Source: an optimization exercise on an open RTL-to-GDS flow (aim: small area, a short achievable clock period and few clock cycles per item). Production flows keep margins and buffers that such runs may drop. The RTL was checked by simulation tests, not by an equivalence proof against the original design. Power and IR drop assume default switching activity.

exp/juniper:
Design oxdon_rs_dec, start of the top module:
module oxdon_rs_dec (
    input  wire       clk,
    input  wire       rst,           
    input  wire       in_valid,
    input  wire [9:0] in_sym,
    output wire       in_ready,
    output reg        err_valid,
    output reg  [9:0] err_pos,       
    output reg  [9:0] err_val,       
    output reg        cw_done,
    output reg        cw_fail,
    output reg  [4:0] cw_nerr
);
clock: 20.0 ns
lec_check: 0
cap_margin: 20
core_margin: 2
core_utilization: 50
place_density: 0.6
slew_margin: 20
standard.sh (not shown) runs the stock make flow with config.mk's settings and CLKGATE_MAP_FILE= SYNTH_SCRIPT=/design/flow/synth_recipe.tcl, a recipe that flattens the netlist after the stock synthesis.
==> flow/flow/run.sh <==
#!/bin/bash
# Layout flow: the standard layout (standard.sh: ORFS synthesis through
# finish, unchanged), except that
#  - the buffers global placement puts on the input and output ports are
#    sky130_fd_sc_hd__buf_2 cells rather than the buffer buffer_ports picks by
#    default (a slow delay cell on this platform);
#  - clock tree synthesis clusters up to 22 sinks (80 um across) per leaf buffer and adds no
#    dummy loads.
# make's full output goes to flow_standard.log in the work folder; ORFS keeps
# each step's own log under orfs/logs/.
set -euo pipefail
export BUFFER_PORTS_ARGS="-buffer_cell sky130_fd_sc_hd__buf_2"
export SETUP_SLACK_MARGIN=14.7
export CTS_ARGS="-sink_clustering_enable -repair_clock_nets -sink_clustering_size 22 -sink_clustering_max_diameter 80 -buf_list sky130_fd_sc_hd__clkbuf_16 -dont_use_dummy_load"
bash standard.sh > flow_standard.log 2>&1
The final layout from exp/juniper, which completed every stage, passed the timing, design-rule and antenna checks at the end of the flow.
Testbench counts of exp/juniper, summed over its fixed seeds: cycles 179,939, codewords 320.
Input changes introduced in exp/nickel (baseline for comparison: exp/juniper):
# exp/juniper
export LEC_CHECK = 0
export CAP_MARGIN = 20
export CORE_MARGIN = 2
export CORE_UTILIZATION = 50
export PLACE_DENSITY = 0.6
export SLEW_MARGIN = 20
create_clock -name core_clock -period 20.0 [get_ports {clk}]
# exp/nickel
export LEC_CHECK = 0
export CAP_MARGIN = 20
export CORE_MARGIN = 2
export CORE_UTILIZATION = 62
export PLACE_DENSITY = 0.72
export SLEW_MARGIN = 20
create_clock -name core_clock -period 20.0 [get_ports {clk}]
Results
Total power of exp/nickel falls short of that of exp/juniper by a few percent. exp/nickel | stages: all done | timing, DRC, antenna: all pass. sky130_fd_sc_hd__dfxtp_1 as the slowest cell on the critical path was reported by exp/nickel, and sky130_fd_sc_hd__dfxtp_2 by exp/juniper. Re post-detailed-route wirelength per cell: exp/nickel and exp/juniper aren't equal, and the higher value belongs to exp/juniper. Diff exp/juniper -> exp/nickel: filler-free cell count of the finished design now smaller, number of rows created at floorplan -14.
Edits applied to the flow inputs when going from exp/nickel to exp/ember:
# exp/nickel
export LEC_CHECK = 0
export CAP_MARGIN = 20
export CORE_MARGIN = 2
export CORE_UTILIZATION = 62
export PLACE_DENSITY = 0.72
export SLEW_MARGIN = 20
create_clock -name core_clock -period 20.0 [get_ports {clk}]
# exp/ember
export LEC_CHECK = 0
export CAP_MARGIN = 20
export CORE_MARGIN = 2
export CORE_UTILIZATION = 50
export PLACE_DENSITY = 0.6
export SLEW_MARGIN = 20
create_clock -name core_clock -period 20.0 [get_ports {clk}]
diff --git a/flow/flow/run.sh b/flow/flow/run.sh
--- a/flow/flow/run.sh
+++ b/flow/flow/run.sh
@@ -13 +13 @@
-export SETUP_SLACK_MARGIN=14.7
+export SETUP_SLACK_MARGIN=15.0
[summary]
Count of fill cells added during filler insertion, exp/nickel and exp/ember, higher one = exp/ember.
exp/nickel -> exp/ember: stage delay of the slowest cell on the critical path flat
Diff exp/nickel -> exp/ember: part of the total power dissipated in sequential elements decreased by 2.3 points relative to the old numbers; final design area excluding fillers increased by 990 um2 relative to the old numbers; total power increased by about 4% relative to the old numbers.
Route | exp/ember vs exp/nickel | wire longer in exp/ember
On global-route usage: exp/ember sits below exp/nickel.
Here is what was changed in the inputs of exp/harbor compared with exp/ember.
diff --git a/flow/flow/run.sh b/flow/flow/run.sh
--- a/flow/flow/run.sh
+++ b/flow/flow/run.sh
@@ -13 +13 @@
-export SETUP_SLACK_MARGIN=15.0
+export SETUP_SLACK_MARGIN=15.2
[summary]
On total wirelength of the detailed-routed design, exp/harbor tracks exp/ember almost exactly. The run showing the smaller slew at the pin with the worst max-slew slack is exp/ember. [exp/harbor] combinational power share fell 0.2 points relative to exp/ember. Between exp/ember and exp/harbor, maximum number of pins on one net before global-route repair is higher for exp/ember, exp/harbor comes in under that.
What exp/raven does differently from exp/harbor at the input level:
# exp/harbor
export LEC_CHECK = 0
export CAP_MARGIN = 20
export CORE_MARGIN = 2
export CORE_UTILIZATION = 50
export PLACE_DENSITY = 0.6
export SLEW_MARGIN = 20
create_clock -name core_clock -period 20.0 [get_ports {clk}]
# exp/raven
export LEC_CHECK = 0
export CAP_MARGIN = 20
export CORE_MARGIN = 2
export CORE_UTILIZATION = 50
export CTS_BUF_LIST = sky130_fd_sc_hd__clkbuf_16
export CTS_CLUSTER_DIAMETER = 80
export CTS_CLUSTER_SIZE = 20
export PLACE_DENSITY = 0.6
export SLEW_MARGIN = 20
create_clock -name core_clock -period 20.0 [get_ports {clk}]
==> flow/flow/run.sh <==
#!/bin/bash
# Layout flow: the standard layout (standard.sh: ORFS synthesis through
# finish, unchanged), except that
#  - the buffers global placement puts on the input and output ports are
#    sky130_fd_sc_hd__buf_2 cells rather than the buffer buffer_ports picks by
#    default (a slow delay cell on this platform);
set -euo pipefail
export BUFFER_PORTS_ARGS="-buffer_cell sky130_fd_sc_hd__buf_2"
export SETUP_SLACK_MARGIN=14.7
bash standard.sh > flow_standard.log 2>&1
## What came out
- Going from exp/harbor to exp/raven, final cell count grew slightly.
- Side by side, final-layout worst hold slack turned out higher in exp/raven than in exp/harbor.
- The wire length reported by the detailed router was comparable across exp/harbor and exp/raven.
- In the metrics for exp/harbor and exp/raven, the one carrying the lower TritonCTS buffer count is exp/harbor.
- Delta (exp/raven minus exp/harbor): wire length of the first global-routing pass level; non-clock buffer count moved down; worst path buffer plus inverter count level.
The following lists how exp/fjord was set up differently from exp/raven:
# exp/raven
export LEC_CHECK = 0
export CAP_MARGIN = 20
export CORE_MARGIN = 2
export CORE_UTILIZATION = 50
export CTS_BUF_LIST = sky130_fd_sc_hd__clkbuf_16
export CTS_CLUSTER_DIAMETER = 80
export CTS_CLUSTER_SIZE = 20
export PLACE_DENSITY = 0.6
export SLEW_MARGIN = 20
create_clock -name core_clock -period 20.0 [get_ports {clk}]
# exp/fjord
export LEC_CHECK = 0
export CAP_MARGIN = 20
export CORE_MARGIN = 2
export CORE_UTILIZATION = 50
export PLACE_DENSITY = 0.6
export SLEW_MARGIN = 20
create_clock -name core_clock -period 20.0 [get_ports {clk}]
diff --git a/flow/flow/run.sh b/flow/flow/run.sh
--- a/flow/flow/run.sh
+++ b/flow/flow/run.sh
@@ -6,0 +7,4 @@
+#  - clock tree synthesis clusters up to 22 sinks (80 um across) per leaf buffer and adds no
+#    dummy loads.
+# make's full output goes to flow_standard.log in the work folder; ORFS keeps
+# each step's own log under orfs/logs/.
@@ -9 +13,2 @@
-export SETUP_SLACK_MARGIN=14.7
+export SETUP_SLACK_MARGIN=14.85
+export CTS_ARGS="-sink_clustering_enable -repair_clock_nets -sink_clustering_size 22 -sink_clustering_max_diameter 80 -buf_list sky130_fd_sc_hd__clkbuf_16 -dont_use_dummy_load"
--- outcome ---
exp/fjord ended with less clock period minus final worst setup slack than exp/raven.
Summary of exp/fjord over exp/raven: portion of the clock cycle consumed by the worst path in the final layout decreased by 0.31 points relative to the old numbers, xor and xnor area share after synthesis closely matched the old numbers, clock power decreased by about 14% relative to the old numbers.
cw_done as the capturing instance or port of the critical path was reported by exp/raven, and cw_nerr[4] by exp/fjord.

-- separate check: timing with driven ports --
The flow's constraints put no driver on any port. The routed layouts listed below were extracted and timed again, unchanged, in two steps.
Step 1 sets driving cells, clkbuf_16 on the clock port and buf_2 on the other inputs (assumed; they add their load-dependent delay and slew).
Step 2, shift: input delay + t, output delay - t, t = (earliest + latest rising clock arrival at the registers) / 2. This alone moves slack from input paths to output paths.
Three values: ideal ports, drivers, drivers and shift; two values: the first two.
run	t, ns	setup WS [ns]	hold slack, ns	worst setup path at the end	worst register clock-pin slew, ns
exp/juniper	0.738	14.741 / 14.673 / 14.819	0.402 / 0.402 / 0.402	input to register	0.10 / 0.10
exp/nickel	0.774	14.765 / 14.686 / 14.790	0.415 / 0.415 / 0.415	register to register	0.10 / 0.10
exp/ember	0.740	14.806 / 14.739 / 14.814	0.402 / 0.402 / 0.402	input to register	0.10 / 0.10
exp/harbor	0.748	14.808 / 14.733 / 14.905	0.398 / 0.398 / 0.398	input to register	0.10 / 0.10
exp/raven	0.778	14.744 / 14.674 / 14.805	0.403 / 0.403 / 0.403	input to register	0.09 / 0.09
exp/fjord	0.739	14.806 / 14.739 / 14.817	0.402 / 0.402 / 0.402	input to register	0.10 / 0.10
After both steps setup and hold are still met in every run listed.
